This design comes from an exercise in tuning for small area, a short achievable clock period and few clock cycles on the open sky130 flow, not from production work. No functional check of the RTL was part of this run. Power is estimated from default activity; no workload was simulated.

File: flow/design.v
module qsc_decoder (
    input  wire        clk,
    input  wire        rst,
    input  wire        cmd_valid,
    output wire        cmd_ready,
    input  wire [5:0]  cmd_width_m1,
    input  wire [5:0]  cmd_lines_m1,
    input  wire        cmd_hist_reset,
    input  wire [14:0] cmd_nbytes,
    input  wire [7:0]  cmd_fill,
    input  wire        in_valid,
    output wire        in_ready,
    input  wire [7:0]  in_data,
    output wire        out_valid,
    input  wire        out_ready,
    output wire [7:0]  out_pix,
    output wire        done,
    output wire [2:0]  status
);
    localparam [2:0] ST_OK       = 3'd0;
    localparam [2:0] ST_SHORT    = 3'd1;
    localparam [2:0] ST_TRAILING = 3'd2;
    localparam [2:0] ST_SYNTAX   = 3'd7;
    localparam [2:0] S_IDLE = 3'd0;    
    localparam [2:0] S_DEC  = 3'd1;    
    localparam [2:0] S_ERR  = 3'd2;    
    localparam [2:0] S_TAIL = 3'd3;    
    localparam [2:0] S_FIN  = 3'd4;    
    integer i;
    reg [2:0]  state;
    reg        cmd_ready_r;
    reg        in_ready_r;
    reg        done_r;
    reg        done_pend;          
    reg [2:0]  stat;
    reg [5:0]  w_m1;
    reg [5:0]  l_m1;
    reg [7:0]  fill_val;
    reg [14:0] bytes_left;         
    reg [5:0]  j;
    reg [5:0]  ln;
    reg        zero_line;          
    reg [7:0]  a_r, b_r, c_r;
    reg [1:0]  qb_r;               
    reg [2:0]  kc [0:3];           
    reg [7:0]  r0;
    reg [7:0]  s32 [0:31];
    reg [7:0]  s16 [0:15];
    reg [7:0]  s8  [0:7];
    reg [7:0]  s4  [0:3];
    reg [7:0]  s2  [0:1];
    reg [7:0]  s1;
    reg [13:0] acc [0:15];         
    reg [5:0]  cnt_n [0:15];       
    reg [2:0]  kr [0:15];          
    reg [15:0] cv;                 
    reg [3:0]  lctx;               
    reg [13:0] l_a;
    reg [5:0]  l_n;
    reg        l_v;
    reg [4:0]  ri;
    reg        in_run;             
    reg        after_run;          
    reg        run_is_rem;         
    reg [5:0]  run_left;           
    reg [39:0] bb;                 
    reg [5:0]  nbits;              
    reg [7:0]  ibyte;
    reg        ibyte_v;
    reg        ov;
    reg        ofill;              
    function [1:0] qz;
        input [7:0] d;
        begin
            if (d == 8'd0)       qz = 2'd0;
            else if (d <= 8'd3)  qz = 2'd1;
            else if (d <= 8'd15) qz = 2'd2;
            else                 qz = 2'd3;
        end
    endfunction
    function [7:0] absdiff;
        input [7:0] x;
        input [7:0] y;
        begin
            absdiff = (x > y) ? (x - y) : (y - x);
        end
    endfunction
    function [7:0] med;
        input [7:0] a;
        input [7:0] b;
        input [7:0] c;
        reg ab, ca, cb, ac, bc;
        begin
            ab = (a > b);
            ca = (c >= a);
            cb = (c >= b);
            ac = (a >= c);
            bc = (b >= c);
            if (ca && cb)      med = ab ? b : a;       
            else if (ac && bc) med = ab ? a : b;       
            else               med = a + b - c;
        end
    endfunction
    function [3:0] jtab;
        input [4:0] r;
        begin
            case (r)
                5'd0,  5'd1,  5'd2,  5'd3:  jtab = 4'd0;
                5'd4,  5'd5,  5'd6,  5'd7:  jtab = 4'd1;
                5'd8,  5'd9,  5'd10, 5'd11: jtab = 4'd2;
                5'd12, 5'd13, 5'd14, 5'd15: jtab = 4'd3;
                5'd16, 5'd17:               jtab = 4'd4;
                5'd18, 5'd19:               jtab = 4'd5;
                5'd20, 5'd21:               jtab = 4'd6;
                5'd22, 5'd23:               jtab = 4'd7;
                5'd24:                      jtab = 4'd8;
                5'd25:                      jtab = 4'd9;
                5'd26:                      jtab = 4'd10;
                5'd27:                      jtab = 4'd11;
                5'd28:                      jtab = 4'd12;
                5'd29:                      jtab = 4'd13;
                5'd30:                      jtab = 4'd14;
                default:                    jtab = 4'd15;
            endcase
        end
    endfunction
    function [2:0] kfor;
        input [13:0] av;
        input [5:0]  nv;
        integer kk;
        begin
            kfor = 3'd7;
            for (kk = 6; kk >= 0; kk = kk - 1)
                if (({8'd0, nv} << kk) >= av) kfor = kk[2:0];
        end
    endfunction
    function [8:0] add8;
        input [7:0] x;
        input [7:0] y;
        input       ci;
        reg [7:0] g, p, gg, pp, g2, p2;
        reg [8:0] c;
        integer n, d;
        begin
            g = x & y;
            p = x ^ y;
            gg = g;
            pp = p;
            for (d = 1; d < 8; d = d * 2) begin
                g2 = gg;
                p2 = pp;
                for (n = d; n < 8; n = n + 1) begin
                    g2[n] = gg[n] | (pp[n] & gg[n - d]);
                    p2[n] = pp[n] & pp[n - d];
                end
                gg = g2;
                pp = p2;
            end
            c[0] = ci;
            for (n = 0; n < 8; n = n + 1) c[n + 1] = gg[n] | (pp[n] & ci);
            add8 = {c[8], p ^ c[7:0]};
        end
    endfunction
    function [7:0] addm;
        input [7:0] p;
        input [7:0] mv;
        reg [8:0] r;
        begin
            r = add8(p, {1'b0, mv[7:1]} ^ {8{mv[0]}}, 1'b0);
            addm = r[7:0];
        end
    endfunction
    wire       flat = (a_r == b_r) && (b_r == c_r);
    wire [8:0] dac  = {1'b0, a_r} - {1'b0, c_r};
    wire       le3  = dac[8] ? ((dac[8:2] == 7'h7f) && (dac[1:0] != 2'd0)) : (dac[8:2] == 7'd0);
    wire       le15 = dac[8] ? ((dac[8:4] == 5'h1f) && (dac[3:0] != 4'd0)) : (dac[8:4] == 5'd0);
    wire [1:0] qa   = (a_r == c_r) ? 2'd0 : le3 ? 2'd1 : le15 ? 2'd2 : 2'd3;
    wire [3:0] ctx  = {qb_r, qa};
    wire       hit  = l_v && (lctx == ctx);
    wire       cvx  = cv[ctx];
    wire [2:0] k_l  = kfor(l_a, l_n);
    reg  [2:0] kq [0:3];           
    always @(*) begin
        for (i = 0; i < 4; i = i + 1)
            kq[i] = (l_v && lctx == {qb_r, i[1:0]}) ? k_l : kc[i];
    end
    wire [2:0] k    = kq[qa];
    wire [13:0] a_cur = hit ? l_a : cvx ? acc[ctx] : 14'd4;
    wire [5:0]  n_cur = hit ? l_n : cvx ? cnt_n[ctx] : 6'd1;
    wire [7:0] pred = med(a_r, b_r, c_r);
    reg [4:0]  q;
    reg [39:0] v;
    always @(*) begin
        v = bb;
        q = 5'd0;
        if (v[39:24] == 16'd0) begin q[4] = 1'b1; v = {v[23:0], 16'd0}; end
        if (v[39:32] == 8'd0)  begin q[3] = 1'b1; v = {v[31:0], 8'd0};  end
        if (v[39:36] == 4'd0)  begin q[2] = 1'b1; v = {v[35:0], 4'd0};  end
        if (v[39:38] == 2'd0)  begin q[1] = 1'b1; v = {v[37:0], 2'd0};  end
        if (v[39] == 1'b0)     begin q[0] = 1'b1; v = {v[38:0], 1'd0};  end
    end
    wire        z24  = (bb[39:16] == 24'd0);   
    wire        esc  = (q == 5'd23);
    wire [7:0]  t    = v[38:31];               
    wire        sel_m1 = at_top && !rbit && (jr == 4'd0);
    wire [4:0]  qe     = sel_m1 ? q - 5'd1 : q;
    wire        comb   = sel_m1 && (bb[39:17] != 23'd0);       
    reg [7:0]  m_k   [0:7];
    reg [7:0]  ovf_k;
    reg [15:0] qt;
    integer kk;
    always @(*) begin
        qt = {3'd0, qe, t};
        for (kk = 0; kk < 8; kk = kk + 1) begin
            m_k[kk]   = qt[(8 - kk) +: 8];
            ovf_k[kk] = (qt >> (8 - kk)) > 16'd255;
        end
    end
    wire [7:0]  m     = esc ? t : m_k[k];
    wire        movf  = !esc && ovf_k[k];
    wire [7:0]  pix   = addm(pred, m);
    wire [5:0]  len_r = {1'b0, q} + 6'd1 + (esc ? 6'd8 : {3'd0, k});
    wire [5:0]  need_r = z24 ? 6'd24 : len_r;
    wire        more   = ibyte_v || (bytes_left != 15'd0);
    reg [22:0] okpos;              
    always @(*) begin
        for (i = 0; i < 23; i = i + 1) okpos[22 - i] = (nbits >= i + 8);
    end
    wire        r_ok   = (nbits >= 6'd32) || ((bb[39:17] & okpos) != 23'd0) ||
                         (z24 && nbits >= 6'd24) || !more;
    wire        r_short  = (nbits < need_r);
    wire        r_syntax = z24 || movf;
    wire [8:0]  a_lo  = add8(a_cur[7:0], m, 1'b0);
    wire [6:0]  a_hi1 = {1'b0, a_cur[13:8]} + 7'd1;
    wire [14:0] a_sum = {a_lo[8] ? a_hi1 : {1'b0, a_cur[13:8]}, a_lo[7:0]};
    wire        halve = (n_cur == 6'd63);
    wire [13:0] a_new = halve ? a_sum[14:1] : a_sum[13:0];
    wire [5:0]  n_new = halve ? 6'd32 : n_cur + 6'd1;
    wire [3:0]  jr     = jtab(ri);
    wire        rbit   = bb[39];
    wire [14:0] rem    = bb[38:24] >> (4'd15 - jr);
    wire [5:0]  need_run = rbit ? 6'd1 : 6'd1 + {2'd0, jr};
    wire        u_ok   = (nbits >= need_run) || !more;
    wire        u_short = (nbits < need_run);
    wire [6:0]  left   = {1'b0, w_m1} - {1'b0, j} + 7'd1;    
    wire        full   = (jr <= 4'd6) && ((7'd1 << jr) <= left);
    wire [6:0]  chunk_cnt = full ? (7'd1 << jr) : left;
    wire        u_syntax = !rbit && ({8'd0, rem} >= {8'd0, left});
    wire out_free = !ov || out_ready;
    wire in_fill = (run_left != 6'd0);
    wire at_top  = !in_fill && (in_run || (flat && !after_run));
    wire regular = !in_fill && !at_top;
    wire top_run = at_top && !comb;        
    wire dec_reg = regular || comb;        
    wire go    = (state == S_DEC) && out_free && !done_pend &&
                 (in_fill || (at_top ? (u_ok && (!comb || r_ok)) : r_ok));
    wire fail  = top_run ? (u_short || u_syntax) : dec_reg ? (r_short || r_syntax) : 1'b0;
    wire [2:0] fail_stat = (top_run ? u_short : r_short) ? ST_SHORT : ST_SYNTAX;
    wire no_pix = top_run && !rbit && (rem == 15'd0) && !u_short;
    wire emit  = go && !no_pix;
    wire [7:0] value = dec_reg ? pix : a_r;
    wire pre   = in_fill && (run_left == 6'd1) && !run_is_rem && !last_j &&
                 !rbit && (rem == 15'd0) && (jr != 4'd0) && (nbits >= need_run);
    wire [5:0] len = in_fill ? (pre ? need_run : 6'd0) : top_run ? need_run : len_r;
    wire last_j    = (j == w_m1);
    wire last_line = (ln == l_m1);
    wire [5:0] dsel = w_m1 - 6'd1;
    wire [7:0] in32 = r0;
    wire [7:0] in16 = dsel[5] ? s32[31] : in32;
    wire [7:0] in8  = dsel[4] ? s16[15] : in16;
    wire [7:0] in4  = dsel[3] ? s8[7]   : in8;
    wire [7:0] in2  = dsel[2] ? s4[3]   : in4;
    wire [7:0] in1  = dsel[1] ? s2[1]   : in2;
    wire [7:0] tap  = dsel[0] ? s1      : in1;
    wire       w1     = (w_m1 == 6'd0);
    wire [7:0] up     = (zero_line && !last_j) ? 8'd0 : tap;    
    wire [7:0] b_next = w1 ? value : up;
    wire [1:0] qb_n   = last_j ? 2'd0 : qz(absdiff(up, b_r));
    wire       acc_go = cmd_valid && cmd_ready_r;
    wire [1:0] qb_sel = acc_go ? 2'd0 : emit ? qb_n : qb_r;
    reg  [2:0] kc_n [0:3];
    always @(*) begin
        for (i = 0; i < 4; i = i + 1) begin
            if (acc_go && cmd_hist_reset)             kc_n[i] = 3'd2;
            else if (l_v && lctx == {qb_sel, i[1:0]}) kc_n[i] = k_l;
            else if (cv[{qb_sel, i[1:0]}])            kc_n[i] = kr[{qb_sel, i[1:0]}];
            else                                      kc_n[i] = 3'd2;
        end
    end
    wire fill_go = (state == S_ERR) && out_free;
    wire        merge  = ibyte_v && (nbits <= 6'd32);
    wire [39:0] bbm    = merge ? (bb | ({ibyte, 32'd0} >> nbits)) : bb;
    wire [5:0]  nbm    = merge ? nbits + 6'd8 : nbits;
    wire [5:0]  ulen   = go ? len : 6'd0;
    wire        in_hs  = in_valid && in_ready_r;
    wire        pix_out = emit || fill_go;
    assign cmd_ready = cmd_ready_r;
    assign in_ready  = in_ready_r;
    assign out_valid = ov;
    assign out_pix   = ofill ? fill_val : r0;
    assign done      = done_r;
    assign status    = stat;
    wire [14:0] bl_n = bytes_left - (in_hs ? 15'd1 : 15'd0);
    wire        ib_n = in_hs ? 1'b1 : (merge ? 1'b0 : ibyte_v);
    wire [5:0]  nb_n = nbm - ulen;
    always @(posedge clk) begin
        if (l_v) begin
            acc[lctx]   <= l_a;
            cnt_n[lctx] <= l_n;
            kr[lctx]    <= k_l;
        end
        for (i = 0; i < 4; i = i + 1) kc[i] <= kc_n[i];
        qb_r <= qb_sel;
        if (emit) begin
            r0 <= value;
            s32[0] <= in32;
            for (i = 1; i < 32; i = i + 1) s32[i] <= s32[i - 1];
            s16[0] <= in16;
            for (i = 1; i < 16; i = i + 1) s16[i] <= s16[i - 1];
            s8[0] <= in8;
            for (i = 1; i < 8; i = i + 1) s8[i] <= s8[i - 1];
            s4[0] <= in4;
            for (i = 1; i < 4; i = i + 1) s4[i] <= s4[i - 1];
            s2[0] <= in2;
            s2[1] <= s2[0];
            s1 <= in1;
        end
        if (pix_out) ofill <= fill_go || fail;
        if (in_hs)   ibyte <= in_data;
        if (rst) begin
            state       <= S_IDLE;
            cmd_ready_r <= 1'b1;
            in_ready_r  <= 1'b0;
            done_r      <= 1'b0;
            done_pend   <= 1'b0;
            stat        <= ST_OK;
            ov          <= 1'b0;
            ibyte_v     <= 1'b0;
            bytes_left  <= 15'd0;
        end else begin
            done_r <= 1'b0;
            if (pix_out)        ov <= 1'b1;
            else if (out_ready) ov <= 1'b0;
            bytes_left <= bl_n;
            if (l_v) cv[lctx] <= 1'b1;
            case (state)
                S_IDLE: begin
                    in_ready_r <= 1'b0;
                end
                S_DEC: begin
                    ibyte_v    <= ib_n;
                    bb         <= bbm << ulen;
                    nbits      <= nb_n;
                    in_ready_r <= (bl_n != 15'd0) && (!ib_n || nb_n <= 6'd32);
                    if (go) begin
                        if (in_fill) begin
                            run_left <= run_left - 6'd1;
                            if (run_left == 6'd1 && run_is_rem) after_run <= 1'b1;
                            if (pre) begin
                                in_run    <= 1'b0;
                                after_run <= 1'b1;
                                ri        <= ri - 5'd1;
                            end
                        end else if (top_run) begin
                            if (rbit) begin
                                in_run     <= 1'b1;
                                run_is_rem <= 1'b0;
                                run_left   <= chunk_cnt[5:0] - 6'd1;
                                if (full && ri != 5'd31) ri <= ri + 5'd1;
                            end else begin
                                in_run     <= 1'b0;
                                run_is_rem <= 1'b1;
                                if (ri != 5'd0) ri <= ri - 5'd1;
                                if (rem <= 15'd1) after_run <= 1'b1;
                                if (rem != 15'd0) run_left <= rem[5:0] - 6'd1;
                            end
                        end else begin
                            after_run <= 1'b0;
                            if (comb) begin
                                in_run <= 1'b0;
                                if (ri != 5'd0) ri <= ri - 5'd1;
                            end
                            lctx <= ctx;
                            l_a  <= a_new;
                            l_n  <= n_new;
                            l_v  <= 1'b1;
                        end
                        if (emit) begin
                            b_r <= w1 ? value : up;
                            a_r <= (last_j && !w1) ? up : value;
                            c_r <= !last_j ? b_r : w1 ? value : up;
                            if (last_j) begin
                                j         <= 6'd0;
                                ln        <= ln + 6'd1;
                                zero_line <= 1'b0;
                                in_run    <= 1'b0;
                                after_run <= 1'b0;
                                run_left  <= 6'd0;
                            end else begin
                                j   <= j + 6'd1;
                            end
                        end
                        if (fail) begin
                            stat <= fail_stat;
                            if (last_j && last_line) state <= S_FIN;
                            else                     state <= S_ERR;
                            in_ready_r <= (bl_n != 15'd0);
                        end else if (emit && last_j && last_line) begin
                            state       <= S_TAIL;
                            cmd_ready_r <= (bl_n == 15'd0);
                        end
                    end
                    if (done_pend && out_free) begin
                        done_r    <= 1'b1;
                        done_pend <= 1'b0;
                    end
                end
                S_ERR: begin
                    in_ready_r <= (bl_n != 15'd0);
                    if (fill_go) begin
                        if (last_j) begin
                            j  <= 6'd0;
                            ln <= ln + 6'd1;
                            if (last_line) state <= S_FIN;
                        end else begin
                            j <= j + 6'd1;
                        end
                    end
                end
                S_TAIL: begin
                    in_ready_r <= (bl_n != 15'd0);
                    stat <= (bytes_left != 15'd0 || ibyte_v || nbits >= 6'd8 || bb != 40'd0) ?
                            ST_TRAILING : ST_OK;
                    if (bl_n == 15'd0 && out_free) begin
                        done_r      <= 1'b1;
                        cmd_ready_r <= 1'b1;
                        state       <= S_IDLE;
                    end else begin
                        cmd_ready_r <= 1'b0;
                        state       <= S_FIN;
                    end
                end
                S_FIN: begin
                    in_ready_r <= (bl_n != 15'd0);
                    if (bl_n == 15'd0 && out_free) begin
                        done_r      <= 1'b1;
                        cmd_ready_r <= 1'b1;
                        state       <= S_IDLE;
                    end
                end
                default: state <= S_IDLE;
            endcase
            if (cmd_valid && cmd_ready_r) begin
                cmd_ready_r <= 1'b0;
                if (state == S_TAIL && !out_free) done_pend <= 1'b1;
                w_m1       <= cmd_width_m1;
                l_m1       <= cmd_lines_m1;
                fill_val   <= cmd_fill;
                bytes_left <= cmd_nbytes;
                in_ready_r <= (cmd_nbytes != 15'd0);
                ibyte_v    <= 1'b0;
                bb         <= 40'd0;
                nbits      <= 6'd0;
                j          <= 6'd0;
                ln         <= 6'd0;
                in_run     <= 1'b0;
                after_run  <= 1'b0;
                run_left   <= 6'd0;
                zero_line  <= cmd_hist_reset;
                if (cmd_hist_reset) begin
                    a_r <= 8'd0;
                    b_r <= 8'd0;
                    c_r <= 8'd0;
                    cv  <= 16'd0;
                    l_v <= 1'b0;
                    ri  <= 5'd0;
                end
                state <= S_DEC;
            end
        end
    end
endmodule
File: flow/run.sh
#!/bin/bash
# synth_recipe.tcl (not shown) runs the flow's synth.tcl, then flattens the netlist and writes it again
# the make line also repeats each setting of config.mk as NAME=value (left out here)
make -C /OpenROAD-flow-scripts/flow DESIGN_CONFIG=/design/flow/config.mk WORK_HOME=/design/flow/orfs CLKGATE_MAP_FILE= SYNTH_SCRIPT=/design/flow/synth_recipe.tcl finish
File: flow/config.mk
export PLATFORM = sky130hd
export DESIGN_NAME = qsc_decoder
export DESIGN_NICKNAME = qsc_decoder
export VERILOG_FILES = /design/flow/design.v
export SDC_FILE = /design/flow/constraint.sdc
export NUM_CORES = 4
export LEC_CHECK = 0
export CAP_MARGIN = 20
export CORE_MARGIN = 2
export CORE_UTILIZATION = 40
export CTS_CLUSTER_DIAMETER = 80
export CTS_CLUSTER_SIZE = 24
export SETUP_SLACK_MARGIN = 5
export SLEW_MARGIN = 20
File: flow/constraint.sdc
create_clock -name core_clock -period 12.0 [get_ports {clk}]
set_input_delay 2.4000 -clock core_clock [delete_from_list [all_inputs] [get_ports {clk}]]
set_output_delay 2.4000 -clock core_clock [all_outputs]
set_load 0.01 [all_outputs]
==> run notes <==
## critical path, delay by kind of cell (launching register included)
| family | cells | cell delay, ps |
|---|---|---|
| compound gates | 13 | 2540 |
| simple gates | 10 | 2040 |
| fa+ha+maj | 2 | 700 |
| buf+inv | 4 | 540 |
| flops | 1 | 470 |
| mux | 1 | 320 |
| xor+xnor | 1 | 130 |
## registers in the layout, indices dropped and copies added (netlist names), 12 cells and up
signal	count
acc	224
cnt_n	96
s4	32
bb	40
s8	64
l_a	14
s2	16
s16	128
s32	256
kr	48
cv	16
bytes_left	15
kc	12
## power breakdown
part	internal, mW	total (mW)	switching, mW
combinational	1.07	2.52	1.45
clock	0.999	2.27	1.27
sequential	4.39	4.52	0.133
## kinds of logic (layout without fill, tap and decap cells)
| group | after synthesis | in the layout | share of synthesized area (%) |
|---|---|---|---|
| AO/OA/AOI/OAI | 1088 | 1091 | 14.0 |
| XOR/XNOR | 104 | 104 | 1.75 |
| adder cells (fa/ha/maj) | 192 | 192 | 4.84 |
| buffers and inverters | 382 | 521 | 2.91 |
| flip-flops | 1092 | 1092 | 62.3 |
| multiplexers | 226 | 226 | 4.86 |
| AND/OR/NAND/NOR | 1042 | 1045 | 9.29 |
## synthesized netlist by cell type, types with 25 or more instances
library cell	count	area, sq um
a211oi_1	66	495
a21o_1	44	330
a21oi_1	279	1400
a221oi_1	27	236
a22oi_1	27	203
a31oi_1	43	269
and2_1	36	225
buf_1	35	131
buf_2	30	150
clkbuf_1	140	526
dfxtp_1	45	901
edfxtp_1	1047	31400
ha_1	176	2200
inv_1	161	604
mux2_2	70	788
mux2i_1	136	1360
nand2_1	343	1290
nand2b_1	38	238
nand3_1	55	275
nand4_1	32	200
nor2_1	327	1230
nor3_1	58	290
nor4_1	25	156
o211ai_1	28	210
o21a_1	31	233
o21ai_0	159	796
o221ai_1	37	324
o22ai_1	127	795
xnor2_1	64	561
xor2_1	40	350
## metrics by stage
step           utilization, %  setup WS, ps  cells  cell area, sq um  hold WS (ps)
5_1_grt                  45.2          4710   6013             58400           406
3_3_place_gp             42.2          3280   5781             54500           400
2_1_floorplan               -          5010   4126             51900           400
6_report                 45.2          4970   6013             58400           390
3_5_place_dp             42.2          3080   5782             54500           405
4_1_cts                  44.7          4970   5973             57700           382
## area by class of cell
class | count | share of cell area [%]
clock buffer | 69 | 2.63
clock inverter | 21 | 0.613
inverter | 168 | 1.11
multi-input combinational | 2658 | 32.6
sequential | 1092 | 55.4
tap | 1742 | 3.73
timing repair buffer | 263 | 4.01
## metal layers
| layer | wire (um) | GRT usage (%) | vias to the layer above | part of all wire, % |
|---|---|---|---|---|
| met5 | 9 | 0 | - | 0.0067 |
| met4 | 4160 | 5.69 | 2 | 3.1 |
| met3 | 8480 | 2.43 | 254 | 6.3 |
| met2 | 60300 | 30.7 | 1266 | 45 |
| met1 | 62000 | 28.8 | 17400 | 46 |
| li1 | - | - | 16100 | - |
## path summary, 6_finish.rpt
| check | to | slack, ps | startpoint | cells past startpoint |
|---|---|---|---|---|
| worst max-delay path | c_r[7] | 4970 | a_r[2] | 31 |
| worst min-delay path | s8[5][2] | 390 | s8[4][2] | 0 |
| worst max register to register | c_r[7] | 4970 | a_r[2] | 31 |
| worst min register to register | s8[5][2] | 390 | s8[4][2] | 0 |
## timing repair
item	in CTS	in global routing
pin swaps	35	39
buffers inserted	93	37
cloned	8	3
setup endpoints to repair	207	53
resized for setup	118	83
==> impl_results.md <==
- Final Hold Vio Count: 0
- # Max-Cap Violations: 0
- Gpl congestion: 0.924
- Power Total: 9.31 mW
- Seq cells post-synth: 1092
- Synth Warn #: 10
- Global-route wire length before repair: 203000 um
- Total CTS buffers: 59
- Insertion delay to the later sink of the worst-skew pair: 720 ps
- Global route overflow: 0
- Drt first-iter violations: 4069
- Run status: timing/DRC/antenna clean
- Die area: 133000 sq um
- Maximum clock frequency: 142 MHz
- Site Rows: 132
- Async set-reset flop share out of synthesis: 0%
- Core area: 129000 sq um
- FILL cells: 11700
- Routed len/inst: 22.4 um
- Largest net degree at the start of global routing: 161
- Crit path required time: 12430 ps
- Register cell area after layout: 32300 sq um
- Crit path capture type: flip-flop
- Die height: 364 um
- Critical Path AT: 7460 ps
- Clk slew on worst S/H paths: 100 ps
- Critical Setup Path Class: flip-flop to flip-flop
- Vias: 35000
- Post-Synthesis Cells: 4126
- Commonest non-fill, non-tap cell in the layout: edfxtp_1
- Gr usage total: 19.7%
- Post-route ant nets: 0
- Worst min path class: flip-flop to flip-flop
- H-tree levels: 2
- Slew @ Worst Pin: 1190 ps
- Share of cells above drive strength 1: 13.4%
- Final setup TNS: 0 ps
- Slowest-stage cell, CP: or4b_4
- Synth-to-layout area growth: 12.6%
- Ant. Diodes: 0
- Worst Path Max Fanout: 8
- Main synth FF type: edfxtp_1
- Commonest non-fill, non-tap cells in the layout: edfxtp_1 (1047), nand2_1 (336), nor2_1 (300)
- Hold_buf cts: 0
- Worst Skew: 85.7 ps
- Peak VDD IR: 0.000102 V
- Leakage: 20.7 nW
- Vias per std cell: 5.81
- Antenna violations before repair: 1
- Initial Util: 40.2%
- Worst slew margin: 20.7%
- Root Buffer: clkbuf_16
- Post-synth EDFFs: 1047
- TritonCTS clock tree: yes
- Synthesized Nets: 4366
- TritonRoute pass-1 iters: 6
- Post-Route WL: 135000 um
- Number of global-route vias before repair: 33100
- CP dominant cell by count: a21o_1
- Die Wd: 364 um
- Synth Cell Area: 51900 sq um
- Synth Area per Inst: 12.6 sq um
- Final setup fails: 0
- Unique masters post-synth: 105
- Power Density: 159 nW/um^2
- # IOs: 64
- Max Buffers Root-to-Sink: 3
- Final worst-path cycle share: 58.6%
- Final #Nets: 4482
- RSZ-0062 raised after global routing: yes
- Startpoint class of the critical path: flip-flop
- Seq/Total Area, Yosys: 62.3%
- PortBufs: 63
- Post-DP HPWL: 84400 um
- Max incr delay on CP: 520 ps
- DR DRC count: 0
- Max-slew violations: 0
- Clock sinks: 1092
- Tmin final: 7030 ps
- Area of the multi-input gates: 19000 sq um

-- port drivers added, routing unchanged --
Ports are ideal in the flow. The routed layout listed here was re-timed in OpenROAD. Step 1, drivers: a clkbuf_16 drives clk and a buf_2 each remaining input, both assumed. Step 2 times the ports against the registers' clock, not the clock port: input delays grow and output delays shrink by t, the midpoint of the rising clock arrivals with the driver on. a / b / c = ideal ports / drivers / drivers and shift; a / b = the first two.
t, ns: 0.754
setup WS [ns]: 4.966 / 4.966 / 4.543
clock arrival spread, ns: 0.086 / 0.085
slew at the worst register clock pin (ns): 0.10 / 0.10
cell pins on the clock port's net: 1
After both steps this run still meets setup and hold. The setup slack of this run moves by 0.000 ns with the drivers and by -0.423 ns with both steps.
